Source: an optimization exercise on an open RTL-to-GDS flow (aim: small area, a short achievable clock period and few clock cycles). Production flows keep margins and buffers that such runs may drop. Where RTL was checked, it was by simulation tests only, not by an equivalence proof against the original.

==> build 52 <==
==> flow/design.v (excerpt) <==
module ite_cmac (
    input  wire         clk,
    input  wire         rst,
    output reg          ready,
    input  wire         key_load,
    input  wire [255:0] key,
    output reg          kcv_valid,
    output wire [23:0]  kcv,
    input  wire         msg_start,
    input  wire [15:0]  tenant,
    input  wire [15:0]  ns,
    input  wire [63:0]  lba,
    input  wire [31:0]  zgen,
    input  wire [31:0]  key_id,
    input  wire         blk_valid,
    output reg          blk_ready,
    input  wire [127:0] blk_data,
    output reg          tag_valid,
    output wire [127:0] tag
);
export LEC_CHECK = 0
export CAP_MARGIN = 20
export CELL_PAD_IN_SITES_DETAIL_PLACEMENT = 0
export CELL_PAD_IN_SITES_GLOBAL_PLACEMENT = 0
export CORE_MARGIN = 2
export CORE_UTILIZATION = 50
export PLACE_DENSITY = 0.65
export SETUP_SLACK_MARGIN = 5.0
export SLEW_MARGIN = 20
export SYNTH_HIERARCHICAL = 1
create_clock -name core_clock -period 10.0 [get_ports {clk}]
standard.sh (not shown) runs the stock make flow with config.mk's settings and CLKGATE_MAP_FILE= SYNTH_SCRIPT=/design/flow/synth_recipe.tcl, a recipe that flattens the netlist after the stock synthesis.
==> flow/flow/run.sh <==
#!/bin/bash
set -o pipefail
export BUFFER_PORTS_ARGS="-buffer_cell sky130_fd_sc_hd__buf_1"
bash standard.sh finish > standard_flow.log 2>&1
status=$?
echo "standard.sh exit status $status"
exit $status
==> trial 54: changes against build 52 <==
--- a/flow/design.v
+++ b/flow/design.v
@@ -207,16 +207,19 @@
     sbg_nand2 g_P7_0 (.a(M37), .b(F2), .y(P7_0));
     sbg_nand2 g_P7_1 (.a(M38), .b(F28), .y(P7_1));
     sbg_nand2 g_P7_2 (.a(M39), .b(F6), .y(P7_2));
     sbg_nand2 g_P7_3 (.a(M40), .b(F19), .y(P7_3));
     sbg_xor2 g_Q7_0 (.a(P7_0), .b(P7_1), .y(Q7_0));
     sbg_xor2 g_Q7_1 (.a(P7_2), .b(P7_3), .y(Q7_1));
     sbg_xor2 g_y7 (.a(Q7_0), .b(Q7_1), .y(y[7]));
 endmodule
+module sbg_a21oi (input wire a, input wire b, input wire c, output wire y);
+    assign y = ~((a & b) | c);
+endmodule
 module ite_cmac (
     input  wire         clk,
     input  wire         rst,
     output reg          ready,
     input  wire         key_load,
     input  wire [255:0] key,
     output reg          kcv_valid,
     output wire [23:0]  kcv,
@@ -349,17 +352,17 @@
     wire take_hdr0   = ready && !key_load && msg_start;
     wire last_data   = (blk == 9'd256);    
     wire         x_en   = ready || take_hdr1 || want_data || kstart || k1start;
     wire         k1_sel = k1start || (want_data && last_data);
     wire         w_en   = !want_data || blk_valid;
     wire         sel_mc = busy && !last;
     wire         sel_sr = busy && last;
     wire [127:0] n_rk, n_rk0, n_k1, n_in, w_1, w_x, n_w, z_add;
-    wire [127:0] y_n, state_nx;
+    wire [127:0] y_t, y_n, state_nx;
     generate
         for (g = 0; g < 128; g = g + 1) begin : g_nx
             sbg_nand2 u_a (.a(busy),   .b(rk_cur[g]), .y(n_rk[g]));
             sbg_nand2 u_b (.a(x_en),   .b(rk0[g]),    .y(n_rk0[g]));
             sbg_nand2 u_c (.a(k1_sel), .b(k1[g]),     .y(n_k1[g]));
             sbg_xor2  u_w1 (.a(n_rk0[g]), .b(n_k1[g]), .y(w_1[g]));
             if (g >= 96) begin : g_h1
                 sbg_aoi222 u_d (.a(ready), .b(hdr0[g]), .c(want_data), .d(blk_data[g]),
@@ -367,18 +370,18 @@
                 sbg_xnor2  u_w2 (.a(w_1[g]), .b(n_in[g]), .y(w_x[g]));
             end else begin : g_h0
                 sbg_ao22   u_d (.a(ready), .b(hdr0[g]), .c(want_data), .d(blk_data[g]),
                                 .y(n_in[g]));
                 sbg_xor2   u_w2 (.a(w_1[g]), .b(n_in[g]), .y(w_x[g]));
             end
             sbg_nand2  u_g (.a(w_en), .b(w_x[g]), .y(n_w[g]));
             sbg_xor2   u_z (.a(n_rk[g]), .b(n_w[g]), .y(z_add[g]));
-            sbg_aoi222 u_y (.a(sel_mc), .b(mc[g]), .c(sel_sr), .d(sr[g]),
-                            .e(waiting), .f(state[g]), .y(y_n[g]));
+            sbg_ao22   u_t (.a(sel_sr), .b(sr[g]), .c(waiting), .d(state[g]), .y(y_t[g]));
+            sbg_a21oi  u_y (.a(sel_mc), .b(mc[g]), .c(y_t[g]), .y(y_n[g]));
             sbg_xnor2  u_n (.a(y_n[g]), .b(z_add[g]), .y(state_nx[g]));
         end
     endgenerate
     wire kw_reload = !busy || last;
     wire kw_keep   = !kw_reload;
     wire [127:0] L_dbl = {state[126:0], 1'b0} ^ (state[127] ? 128'h87 : 128'h0);
     wire [255:0] kw_in = {kw[127:0], kw_nx};
     wire [255:0] kw_d;
CTS_CLUSTER_DIAMETER = 80   (was not set)
CTS_CLUSTER_SIZE = 30   (was not set)
SETUP_SLACK_MARGIN = 4.5   (was 5.0)
==> trial 75: changes against build 52 <==
SETUP_SLACK_MARGIN = 4.5   (was 5.0)
==> build 16: changes against build 52 <==
--- a/flow/design.v
+++ b/flow/design.v
@@ -1,49 +1,8 @@
-module sbg_xor2 (input wire a, input wire b, output wire y);
-    assign y = a ^ b;
-endmodule
-module sbg_xnor2 (input wire a, input wire b, output wire y);
-    assign y = ~(a ^ b);
-endmodule
-module sbg_nand2 (input wire a, input wire b, output wire y);
-    assign y = ~(a & b);
-endmodule
-module sbg_nand2b (input wire an, input wire b, output wire y);
-    assign y = ~(~an & b);
-endmodule
-module sbg_aoi222 (input wire a, input wire b, input wire c, input wire d,
-                   input wire e, input wire f, output wire y);
-    assign y = ~((a & b) | (c & d) | (e & f));
-endmodule
-module xor8 (input wire [7:0] a, input wire [7:0] b, output wire [7:0] y);
-    genvar i;
-    generate
-        for (i = 0; i < 8; i = i + 1) begin : g
-            sbg_xor2 u (.a(a[i]), .b(b[i]), .y(y[i]));
-        end
-    endgenerate
-endmodule
-module xtime8 (input wire [7:0] a, output wire [7:0] y);
-    assign y[0] = a[7];
-    sbg_xor2 u1 (.a(a[0]), .b(a[7]), .y(y[1]));
-    assign y[2] = a[1];
-    sbg_xor2 u3 (.a(a[2]), .b(a[7]), .y(y[3]));
-    sbg_xor2 u4 (.a(a[3]), .b(a[7]), .y(y[4]));
-    assign y[7:5] = a[6:4];
-endmodule
-module sbg_aoi22 (input wire a, input wire b, input wire c, input wire d, output wire y);
-    assign y = ~((a & b) | (c & d));
-endmodule
-module sbg_mux2 (input wire a, input wire b, input wire s, output wire y);
-    assign y = s ? b : a;
-endmodule
-module sbg_ao22 (input wire a, input wire b, input wire c, input wire d, output wire y);
-    assign y = (a & b) | (c & d);
-endmodule
 module aes_sbox (
     input  wire [7:0] a,
     output wire [7:0] y
 );
     wire U0 = a[7], U1 = a[6], U2 = a[5], U3 = a[4];
     wire U4 = a[3], U5 = a[2], U6 = a[1], U7 = a[0];
     wire T1, T2, T3, T4, T5, T6, T7, T8, T9, T10, T11, T12;
     wire T13, T14, T15, T16, T17, T18, T19, T20, T21, T22, T23, T24;
@@ -207,16 +166,54 @@
     sbg_nand2 g_P7_0 (.a(M37), .b(F2), .y(P7_0));
     sbg_nand2 g_P7_1 (.a(M38), .b(F28), .y(P7_1));
     sbg_nand2 g_P7_2 (.a(M39), .b(F6), .y(P7_2));
     sbg_nand2 g_P7_3 (.a(M40), .b(F19), .y(P7_3));
     sbg_xor2 g_Q7_0 (.a(P7_0), .b(P7_1), .y(Q7_0));
     sbg_xor2 g_Q7_1 (.a(P7_2), .b(P7_3), .y(Q7_1));
     sbg_xor2 g_y7 (.a(Q7_0), .b(Q7_1), .y(y[7]));
 endmodule
+module sbg_xor2 (input wire a, input wire b, output wire y);
+    assign y = a ^ b;
+endmodule
+module sbg_xnor2 (input wire a, input wire b, output wire y);
+    assign y = ~(a ^ b);
+endmodule
+module sbg_nand2 (input wire a, input wire b, output wire y);
+    assign y = ~(a & b);
+endmodule
+module sbg_nand2b (input wire an, input wire b, output wire y);
+    assign y = ~(~an & b);
+endmodule
+module sbg_a21oi (input wire a, input wire b, input wire c, output wire y);
+    assign y = ~((a & b) | c);
+endmodule
+module sbg_ao22 (input wire a, input wire b, input wire c, input wire d, output wire y);
+    assign y = (a & b) | (c & d);
+endmodule
+module sbg_aoi222 (input wire a, input wire b, input wire c, input wire d,
+                   input wire e, input wire f, output wire y);
+    assign y = ~((a & b) | (c & d) | (e & f));
+endmodule
+module xor8 (input wire [7:0] a, input wire [7:0] b, output wire [7:0] y);
+    genvar i;
+    generate
+        for (i = 0; i < 8; i = i + 1) begin : g
+            sbg_xor2 u (.a(a[i]), .b(b[i]), .y(y[i]));
+        end
+    endgenerate
+endmodule
+module xtime8 (input wire [7:0] a, output wire [7:0] y);
+    assign y[0] = a[7];
+    sbg_xor2 u1 (.a(a[0]), .b(a[7]), .y(y[1]));
+    assign y[2] = a[1];
+    sbg_xor2 u3 (.a(a[2]), .b(a[7]), .y(y[3]));
+    sbg_xor2 u4 (.a(a[3]), .b(a[7]), .y(y[4]));
+    assign y[7:5] = a[6:4];
+endmodule
 module ite_cmac (
     input  wire         clk,
     input  wire         rst,
     output reg          ready,
     input  wire         key_load,
     input  wire [255:0] key,
     output reg          kcv_valid,
     output wire [23:0]  kcv,
@@ -349,17 +346,17 @@
     wire take_hdr0   = ready && !key_load && msg_start;
     wire last_data   = (blk == 9'd256);    
     wire         x_en   = ready || take_hdr1 || want_data || kstart || k1start;
     wire         k1_sel = k1start || (want_data && last_data);
     wire         w_en   = !want_data || blk_valid;
     wire         sel_mc = busy && !last;
     wire         sel_sr = busy && last;
     wire [127:0] n_rk, n_rk0, n_k1, n_in, w_1, w_x, n_w, z_add;
-    wire [127:0] y_n, state_nx;
+    wire [127:0] y_t, y_n, state_nx;
     generate
         for (g = 0; g < 128; g = g + 1) begin : g_nx
             sbg_nand2 u_a (.a(busy),   .b(rk_cur[g]), .y(n_rk[g]));
             sbg_nand2 u_b (.a(x_en),   .b(rk0[g]),    .y(n_rk0[g]));
             sbg_nand2 u_c (.a(k1_sel), .b(k1[g]),     .y(n_k1[g]));
             sbg_xor2  u_w1 (.a(n_rk0[g]), .b(n_k1[g]), .y(w_1[g]));
             if (g >= 96) begin : g_h1
                 sbg_aoi222 u_d (.a(ready), .b(hdr0[g]), .c(want_data), .d(blk_data[g]),
@@ -367,18 +364,18 @@
                 sbg_xnor2  u_w2 (.a(w_1[g]), .b(n_in[g]), .y(w_x[g]));
             end else begin : g_h0
                 sbg_ao22   u_d (.a(ready), .b(hdr0[g]), .c(want_data), .d(blk_data[g]),
                                 .y(n_in[g]));
                 sbg_xor2   u_w2 (.a(w_1[g]), .b(n_in[g]), .y(w_x[g]));
             end
             sbg_nand2  u_g (.a(w_en), .b(w_x[g]), .y(n_w[g]));
             sbg_xor2   u_z (.a(n_rk[g]), .b(n_w[g]), .y(z_add[g]));
-            sbg_aoi222 u_y (.a(sel_mc), .b(mc[g]), .c(sel_sr), .d(sr[g]),
-                            .e(waiting), .f(state[g]), .y(y_n[g]));
+            sbg_ao22   u_t (.a(sel_sr), .b(sr[g]), .c(waiting), .d(state[g]), .y(y_t[g]));
+            sbg_a21oi  u_y (.a(sel_mc), .b(mc[g]), .c(y_t[g]), .y(y_n[g]));
             sbg_xnor2  u_n (.a(y_n[g]), .b(z_add[g]), .y(state_nx[g]));
         end
     endgenerate
     wire kw_reload = !busy || last;
     wire kw_keep   = !kw_reload;
     wire [127:0] L_dbl = {state[126:0], 1'b0} ^ (state[127] ? 128'h87 : 128'h0);
     wire [255:0] kw_in = {kw[127:0], kw_nx};
     wire [255:0] kw_d;
CTS_CLUSTER_DIAMETER = 60   (was not set)
CTS_CLUSTER_SIZE = 20   (was not set)
SETUP_SLACK_MARGIN = 4.6   (was 5.0)
==> summary.txt <==
Via count, lowest first: trial 54, trial 75, build 16, build 52.
Synthesized cell count is the same in build 16 and trial 54.
The highest global-route usage belongs to build 52, the lowest to trial 54.
In trial 75 the sequential share of layout area is higher than in build 52, by 4.0 points.
Critical path depth is the same in trial 54 and build 16.
Clock skew: build 16 < trial 54 < build 52 < trial 75.
Against build 16, the area after synthesis of build 52 is lower by about 1.5%.
The lowest cell area belongs to trial 54, the highest to build 52.
==> figures <==
| metric | trial 75 | build 16 | trial 54 | build 52 |
|---|---|---|---|---|
| Data required time at the worst endpoint | 10.63 ns | 10.58 ns | 10.59 ns | 10.67 ns |
| Cell count after synthesis | 6519 | 6647 | 6647 | 6519 |
| Synth cell types | 53 | 54 | 54 | 53 |
| Clock latency reported for the late side of the worst-skew pair | 0.75 ns | 0.73 ns | 0.72 ns | 0.79 ns |
| Wire length after detailed routing | 233000 microns | 236000 microns | 233000 microns | 268000 microns |
| Vias in the first global route | 48.1k | 48.5k | 47.9k | 50.5k |
| Capturing point of the worst reg2reg path | state[69]$_DFF_P_ | state[44]$_DFF_P_ | state[44]$_DFF_P_ | state[92]$_DFF_P_ |
| Total iterations of the first detailed-routing run | 9 | 6 | 6 | 13 |
| Avg Cell Area, Syn | 9.63 sq um | 9.59 sq um | 9.59 sq um | 9.63 sq um |
| Delay of the slowest cell on the worst path | 0.69 ns | 0.47 ns | 0.56 ns | 0.48 ns |
| Worst min-delay path startpoint | key_r[118]$_DFFE_PP_ | key_r[26]$_DFFE_PP_ | key_r[42]$_DFFE_PP_ | key_r[82]$_DFFE_PP_ |
| Outcome | complete, no violations | complete, no violations | complete, no violations | complete, no violations |
| Final estimated routing congestion in global placement | 0.973 | 0.972 | 0.972 | 0.986 |
| Initial antenna violation count | 11 | 9 | 12 | 11 |
| Core area | 0.124 sq mm | 0.126 sq mm | 0.126 sq mm | 0.124 sq mm |
| Mean routed wirelength per cell | 25.6 microns | 25.7 microns | 25.6 microns | 27.0 microns |
| Startpoint of the most critical setup path | state[103]$_DFF_P_ | state[61]$_DFF_P_ | state[62]$_DFF_P_ | state[98]$_DFF_P_ |
| Vias | 50.6k | 50.7k | 50.0k | 56.6k |
| Routed length on met2 | 103000 microns | 104000 microns | 102000 microns | 119000 microns |
| Worst setup path endpoint | state[69]$_DFF_P_ | state[44]$_DFF_P_ | state[44]$_DFF_P_ | state[92]$_DFF_P_ |
Testbench counts of trial 54, summed over its fixed seeds: cycles 115,872.
Testbench counts of build 16, summed over its fixed seeds: cycles 115,872.
Only the layout flow was run in build 52 and trial 75; the RTL was not checked for function there.

## afterwards: timing with drivers on the ports
The flow's constraints put no driver on any port. The routed layouts listed below were extracted and timed again, unchanged, in two steps.
Step 1, drivers: a clkbuf_16 drives clk and a buf_2 each remaining input, both assumed.
Step 2 times the ports against the registers' clock, not the clock port: input delays grow and output delays shrink by t, the midpoint of the rising clock arrivals with the driver on.
Slacks: no drivers / after step 1 / after step 2; pairs: no drivers / after step 1.
| run | t, ns | slack for setup (ns) | hold WS [ns] | worst setup path after step 2 | slew at the worst register clock pin (ns) |
|---|---|---|---|---|---|
| build 52 | 0.838 | 4.345 / 4.345 / 4.345 | 0.453 / 0.453 / 0.453 | register to register | 0.07 / 0.07 |
| trial 54 | 0.782 | 4.652 / 4.652 / 4.652 | 0.462 / 0.462 / 0.462 | register to register | 0.12 / 0.12 |
| trial 75 | 0.797 | 4.553 / 4.553 / 4.553 | 0.447 / 0.447 / 0.447 | register to register | 0.07 / 0.07 |
| build 16 | 0.796 | 4.687 / 4.687 / 4.687 | 0.458 / 0.458 / 0.458 | register to register | 0.08 / 0.08 |
After both steps every run listed still meets setup and hold.
